Source: an optimization exercise on an open RTL-to-GDS flow (aim: small area, a short achievable clock period and few clock cycles). Production flows keep margins and buffers that such runs may drop. For this run, only the layout was checked, not whether the RTL still works. No activity file was given, so power comes from the tool's default toggle rates.

File: design/flow/run.sh
#!/bin/bash
# synth_recipe.tcl (not shown) runs the flow's synth.tcl, then flattens the netlist and writes it again
# the make line also repeats each setting of config.mk as NAME=value (left out here)
make -C /OpenROAD-flow-scripts/flow DESIGN_CONFIG=/design/flow/config.mk WORK_HOME=/design/flow/orfs CLKGATE_MAP_FILE= SYNTH_SCRIPT=/design/flow/synth_recipe.tcl finish
File: design/flow/design.v
module pvc_decoder (
    input  wire        clk,
    input  wire        rst,
    input  wire        s_valid,
    output wire        s_ready,
    input  wire [19:0] s_last,
    input  wire [19:0] s_desc,
    input  wire        s_eob,
    input  wire [13:0] s_bits,
    input  wire        b_valid,
    output wire        b_ready,
    input  wire [19:0] b_data,
    output reg         r_valid,
    output reg  [19:0] r_value,
    output reg         v_valid,
    output reg         v_ok,
    output wire [13:0] v_used
);
    reg        dfull;           
    reg [2:0]  dmode;
    reg [3:0]  dq;
    reg [19:0] dlast;
    reg        deob;
    reg [13:0] dbits;
    reg        dfirst;          
    reg        nfirst;          
    reg        g;               
    reg [19:0] s0, s1, s2;
    reg [2:0]  v;
    reg [4:0]  p;               
    reg [13:0] brem;            
    reg        past;            
    reg        drain;           
    reg        vvalid;
    reg [23:0] vx;
    reg [2:0]  vmode;
    reg [3:0]  vq;
    reg [19:0] vlast;
    reg        veob;
    reg [4:0]  vw;
    reg        vok;
    reg        vfirst;
    reg [13:0] acc;
    assign s_ready = !dfull || g;
    assign b_ready = !v[2];
    assign v_used  = acc;
    wire take   = s_valid && s_ready;
    wire arrive = b_valid && b_ready;
    wire dec    = dfull && g;
    wire [13:0] bcur = (dfull && dfirst && !drain) ? dbits : brem;
    wire bhi  = |bcur[13:6];
    wire ib0  = bhi || (bcur[5:0] > 6'd0);
    wire ib1  = bhi || (bcur[5:0] > 6'd20);
    wire ib2  = bhi || (bcur[5:0] > 6'd40);
    wire ib3  = bhi || (bcur[5:0] > 6'd60);
    wire [59:0] win = {ib2 ? s2 : 20'd0, ib1 ? s1 : 20'd0, ib0 ? s0 : 20'd0};
    wire [23:0] x   = win[p +: 24];
    wire [3:0] L = x[3:0];
    wire       P = x[0];
    reg  [4:0] w;
    always @* begin
        case (dmode)
            3'd0:    w = 5'd20;
            3'd1:    w = (L == 4'd0) ? 5'd24 : {1'b0, L} + 5'd4;
            3'd2:    w = 5'd20 - {1'b0, dq};
            3'd3:    w = P ? 5'd21 : 5'd1;
            default: w = P ? 5'd21 - {1'b0, dq} : 5'd1;
        endcase
    end
    wire [5:0] s  = {1'b0, p} + {1'b0, w};
    wire [1:0] A  = (s >= 6'd40) ? 2'd2 : (s >= 6'd20) ? 2'd1 : 2'd0;
    wire [5:0] pw = s - {A, 4'd0} - {A, 2'd0};         
    wire [1:0] nib = ib2 ? 2'd3 : ib1 ? 2'd2 : ib0 ? 2'd1 : 2'd0;
    wire       pastc = dfirst ? 1'b0 : past;
    wire       s_eq  = !bhi && (bcur[5:0] == s);
    wire       s_gt  = !bhi && (s > bcur[5:0]);
    reg [1:0] d;
    always @* begin
        d = 2'd0;
        if (drain)
            d = (v[0] && ib0) ? 2'd1 : 2'd0;
        else if (dec) begin
            if (deob)
                d = ib1 ? 2'd2 : ib0 ? 2'd1 : 2'd0;
            else
                d = (A < nib) ? A : nib;
        end
    end
    wire [2:0] v_sh  = (d == 2'd0) ? v : (d == 2'd1) ? {1'b0, v[2:1]} : {2'b00, v[2]};
    wire [2:0] v_nxt = arrive ? {v_sh[1:0], 1'b1} : v_sh;
    wire [13:0] brem_nxt = (d == 2'd0) ? bcur :
                           (d == 2'd1) ? (ib1 ? bcur - 14'd20 : 14'd0) :
                                         (ib2 ? bcur - 14'd40 : 14'd0);
    wire nib0 = (d == 2'd0) ? ib0 : (d == 2'd1) ? ib1 : ib2;
    wire nib1 = (d == 2'd0) ? ib1 : (d == 2'd1) ? ib2 : ib3;
    wire nib2 = (d == 2'd0) ? ib2 : ib3;        
    wire drain_nxt = dec ? (deob && ib2) : (drain && (d == 2'd1 ? ib1 : ib0));
    wire [4:0] p_nxt = dec ? (deob ? 5'd0 : pw[4:0]) : p;
    wire dfull_nxt = take || (dfull && !dec);
    wire first_nxt = take ? nfirst : dfirst;
    wire dib0 = |dbits;
    wire dib1 = dbits > 14'd20;
    wire dib2 = dbits > 14'd40;
    reg  gib0, gib1, gib2;
    always @* begin
        if (take && nfirst) begin
            gib0 = 1'b1; gib1 = 1'b1; gib2 = 1'b1;
        end else if (!take && dfirst && !(dec && deob)) begin
            gib0 = dib0; gib1 = dib1; gib2 = dib2;
        end else begin
            gib0 = nib0; gib1 = nib1; gib2 = nib2;
        end
    end
    wire delta_nxt = take ? 1'b1 : (dmode == 3'd1);
    wire need2     = delta_nxt && (p_nxt >= 5'd17);
    wire g_nxt = !drain_nxt && (v_nxt[0] || !gib0) && (v_nxt[1] || !gib1) &&
                 (!need2 || v_nxt[2] || !gib2);
    wire [19:0] ybase = (vmode == 3'd3 || vmode == 3'd4) ? vx[20:1] : vx[19:0];
    wire [3:0]  sh    = (vmode == 3'd2 || vmode == 3'd4) ? vq : 4'd0;
    wire [19:0] z     = ybase << sh;
    wire [3:0]  vL    = vx[3:0];
    wire [19:0] dmask = (20'd1 << vL) - 20'd1;
    wire        dsgn  = vx[4 + vL - 1];
    wire [19:0] draw  = vx[23:4] & dmask;
    wire [19:0] dext  = dsgn ? (draw | ~dmask) : draw;
    reg  [19:0] r;
    always @* begin
        case (vmode)
            3'd1:    r = (vL == 4'd0) ? vx[23:4] : vlast + dext;
            3'd3,
            3'd4:    r = vx[0] ? z : vlast;
            default: r = z;
        endcase
    end
    always @(posedge clk) begin
        if (rst) begin
            dfull  <= 1'b0;
            nfirst <= 1'b1;
            g      <= 1'b0;
            v      <= 3'd0;
            p      <= 5'd0;
            past   <= 1'b0;
            drain  <= 1'b0;
            vvalid <= 1'b0;
            r_valid <= 1'b0;
            v_valid <= 1'b0;
        end else begin
            dfull  <= dfull_nxt;
            g      <= g_nxt;
            v      <= v_nxt;
            p      <= p_nxt;
            drain  <= drain_nxt;
            if (take)
                nfirst <= s_eob;
            if (dec)
                past <= deob ? 1'b0 : (pastc || s_gt);
            vvalid  <= dec;
            r_valid <= vvalid;
            v_valid <= vvalid && veob;
        end
        if (take) begin
            dmode  <= s_desc[19:17];
            dq     <= s_desc[15:12];
            dlast  <= s_last;
            deob   <= s_eob;
            dbits  <= s_bits;
            dfirst <= nfirst;
        end
        brem <= brem_nxt;
        case (d)
            2'd0: begin
                if (!v[0]) s0 <= b_data;
                if (!v[1]) s1 <= b_data;
                if (!v[2]) s2 <= b_data;
            end
            2'd1: begin
                s0 <= v[1] ? s1 : b_data;
                s1 <= v[2] ? s2 : b_data;
                s2 <= b_data;
            end
            default: begin
                s0 <= v[2] ? s2 : b_data;
                s1 <= b_data;
                s2 <= b_data;
            end
        endcase
        if (dec) begin
            vx     <= x;
            vmode  <= dmode;
            vq     <= dq;
            vlast  <= dlast;
            veob   <= deob;
            vw     <= w;
            vok    <= !pastc && s_eq;
            vfirst <= dfirst;
        end
        if (vvalid) begin
            r_value <= r;
            acc     <= (vfirst ? 14'd0 : acc) + {9'd0, vw};
            if (veob)
                v_ok <= vok;
        end
    end
endmodule
File: design/flow/config.mk
export PLATFORM = sky130hd
export DESIGN_NAME = pvc_decoder
export DESIGN_NICKNAME = pvc_decoder
export VERILOG_FILES = /design/flow/design.v
export SDC_FILE = /design/flow/constraint.sdc
export NUM_CORES = 4
export LEC_CHECK = 0
export CAP_MARGIN = 20
export CORE_MARGIN = 2
export CORE_UTILIZATION = 40
export SLEW_MARGIN = 20
File: design/flow/constraint.sdc
create_clock -name core_clock -period 12.0 [get_ports {clk}]
set_input_delay 2.4000 -clock core_clock [delete_from_list [all_inputs] [get_ports {clk}]]
set_output_delay 2.4000 -clock core_clock [all_outputs]
set_load 0.01 [all_outputs]
==> results.yml <==
synth:
  synth_edf_count: 157
  synth-simple-area-share_pct: 15.9
  synth_top_family_by_area: "compound AO/OA/AOI/OAI gates"
  ys.flop_type: "edfxtp_1"
  synth_cell_types: 94
  yosysTopAreaCell: "edfxtp_1"
  synth_compound_area_share_pct: 20.4
  synth_area_mm2: 0.0163
  synthArstFlopShare_pct: 0
  synth_nets: 1913
  syn_avg_cell_area_um2: 9.18
  muxShareOfSynthArea_pct: 14.6
  ys_top_cells_by_count: "nand2_1 (239), edfxtp_1 (157), nor2_1 (146), o21ai_0 (113), mux2i_1 (112)"
  ys_seq_area_share_pct: 37.6
  yosysTopAreaCellShare_pct: 28.9
  ys_warn_count: 1
  synthXorXnorAreaFrac_pct: 2.63
  ys_ff_latch: 227
  synthTopCellsByArea: "edfxtp_1 (29%), dfxtp_1 (8.6%), mux2i_1 (6.9%)"
  yosys.area_share.adder_pct: 4.75
  synth.most_common_cell: "nand2_1"
  synth_cells: 1774
clock_tree:
  path_clk_slew_ns: 0.06
  ctsResizeCount: 0
  clk_latency_ns: 0.57
  clkSinkCount: 227
  cts_buffers: 26
  cts_tree: "done"
  cts_buffer_depth: 3
  postCtsSetupBuffers: 0
  htreeDepth: 1
  holdBufCountCts: 0
  root_buffer: "clkbuf_16"
die:
  row_count: 73
  io-pin-count: 118
  core-area_mm2: 0.0399
  dieWidth_um: 206
  start_util_pct: 40.8
  die_h_um: 206
  die-area_mm2: 0.0423
power:
  p_switching_w: 0.000593
  worst_ir_drop_vdd_mv: 0.103
  p_leak_nw: 7.02
  power.share.clock_pct: 39.6
  p_sw_share_pct: 27.4
  p_total_w: 0.00217
  p_int_w: 0.00157
  pwr-share-seq_pct: 43.2
  powerDensity_mw_per_mm2: 116
  combPwrFrac_pct: 17.1
global_route:
  antenna_found_initial: 1
  grt_pass1_wl_um: 74300
  grt_pass1_vias: 13100
  track_usage_pct: 22.3
  grt_overflow: 0
  grt_max_degree: 70
critical_path:
  required_ns: 12.49
  arrival_ns: 9.50
  crit_slowest_cell: "and3b_1"
  crit_top_cell: "ha_1"
  worstSetupStartpointType: "flop"
  crit_fanout: 29
  r2r_slack_ns: 2.99
  worst_path_largest_cell_delay_ns: 0.89
  critPathCaptureType: "flop"
  worst-setup-path-type: "reg2reg"
route:
  num_vias: 14000
  first_pass_iters: 7
  routed_wl_um: 48100
  drc_errors: 0
  drt_iter0_markers: 1275
  wl_per_cell_um: 20.4
  drtAntennaViolNets: 0
  viasPerCell: 5.95
sta:
  finalMaxSlewViolations: 0
  finalHoldViolCount: 0
  final.min_clock_period_ns: 9.01
  setup-violations-final: 0
  fmax_ghz: 0.111
  relSlewSlack_pct: 30.3
  skew_ns: 0.0432
  worstMarginPinSlew_ns: 1.04
  period_share_pct: 75.1
  setup-tns-final_ns: 0
  rsz0062_at_grt: "false"
  holdWs_ns: 0.418
placed_design:
  gp_congestion: 0.934
  io_buffers: 104
  dp_hpwl_um: 35000
run:
  maxCapViolCount: 0
final_layout:
  layout.nets: 1946
  final_layout_size_suffix_gt1_share_pct: 10.2
  diodes: 0
  synthToLayoutAreaGrowth_pct: 14.3
hold_path:
  hold_class: "reg2reg"
run_status:
  status: "complete, no violations"
-- cell type report --
class | instances | area (µm²)
Sequential cell | 227 | 6120
Clock inverter | 13 | 179
Timing Repair Buffer | 124 | 1190
Clock buffer | 35 | 747
Inverter | 54 | 203
Multi-Input combinational cell | 1374 | 9520
Tap cell | 525 | 657
Fill cell | 3789 | 21300
-- registers in the layout (all words and copies together) (netlist names), 5 cells and up --
name,cells
vx,24
r_value,20
s1,20
s0,20
s2,20
p,5
vlast,20
brem,14
vw,5
acc,14
dlast,20
dbits,14
-- through the flow --
stage | cell area, µm² | setup WS (ns) | util [%] | instances
floorplan | 16300 | 4.96 | - | 1774
global placement | 17700 | 3.15 | 44.3 | 2304
detailed placement | 17700 | 3.12 | 44.3 | 2304
CTS | 18600 | 3.07 | 46.6 | 2352
global route | 18600 | 2.37 | 46.6 | 2352
finish | 18600 | 2.99 | 46.6 | 2352
-- critical path: cells and delay by family (launching register included) --
kind                       cells  cell delay (ns)
adders and majority gates      4             1.36
DFF                            1             0.47
muxes                          1             0.45
AOI/OAI and AO/OA             12             3.40
and+or+nand+nor                7             2.56
buffers and inverters          4             0.71
-- metal layers --
layer / track usage (%) / up-vias / routed length [µm]
met1: 30.6 / 6663 / 21300
met2: 36.5 / 521 / 22100
met5: 0 / - / 0
li1: - / 6691 / -
met4: 7.53 / 0 / 1510
met3: 2.77 / 109 / 3100
-- power groups by stage --
stage | clock [W] | combinational, W | sequential, W
global placement | 0 | 0.000359 | 0.000950
global route | 0.000907 | 0.000410 | 0.000941
floorplan | 0 | 0.000264 | 0.000929
CTS | 0.000878 | 0.000369 | 0.000935
finish | 0.000858 | 0.000371 | 0.000936
detailed placement | 0 | 0.000366 | 0.000952
-- kinds of logic after synthesis --
group	count (synthesis)
AO/OA/AOI/OAI	498
XOR/XNOR	48
flip-flops	227
AND/OR/NAND/NOR	574
adder cells (fa/ha/maj)	60
multiplexers	194
buffers and inverters	173
-- cells in the final DEF, fill, tap and decap left out, types with 17 or more instances in the layout --
cell type          n
clkbuf_16         28
o21a_1            17
dfxtp_1           66
edfxtp_1         157
o21ai_1           35
ha_1              57
mux2_2            50
inv_1             50
o21ai_0          113
buf_4             20
clkdlybuf4s50_1  104
a21oi_1          104
nand2_1          239
mux4_2            29
nor2b_1           23
nor2_1           145
mux2i_1          112
nor3_1            47
nand3_1           28
xor2_1            22
xnor2_1           25
a22oi_1           27
-- worst paths after layout --
kind | endpoint | startpoint | cells past startpoint
worst min register to register | vlast[6] | dlast[6] | 0
worst max register to register | s1[4] | dfirst | 28
worst min-delay path | vlast[6] | dlast[6] | 0
worst max-delay path | s1[4] | dfirst | 28

## separate check: timing with driven ports
In the flow no input, the clock included, has a driving cell. The finished layout below was timed again as built, in two steps. Step 1 assumes that a clkbuf_16 drives the clock port and a buf_2 every other input. Step 2 also shifts input and output timing later by t, the mid clock arrival at the registers, as if the neighbouring blocks saw the same clock. Slacks: ideal ports / drivers / drivers and shift; pairs: ideal ports / drivers.
t, ns: 0.601
setup WS [ns]: 2.992 / 2.992 / 2.992
clock arrival spread, ns: 0.044 / 0.043
After both steps setup and hold are still met in this run. The setup slack of this run moves by 0.000 ns with the drivers and by 0.000 ns with both steps.
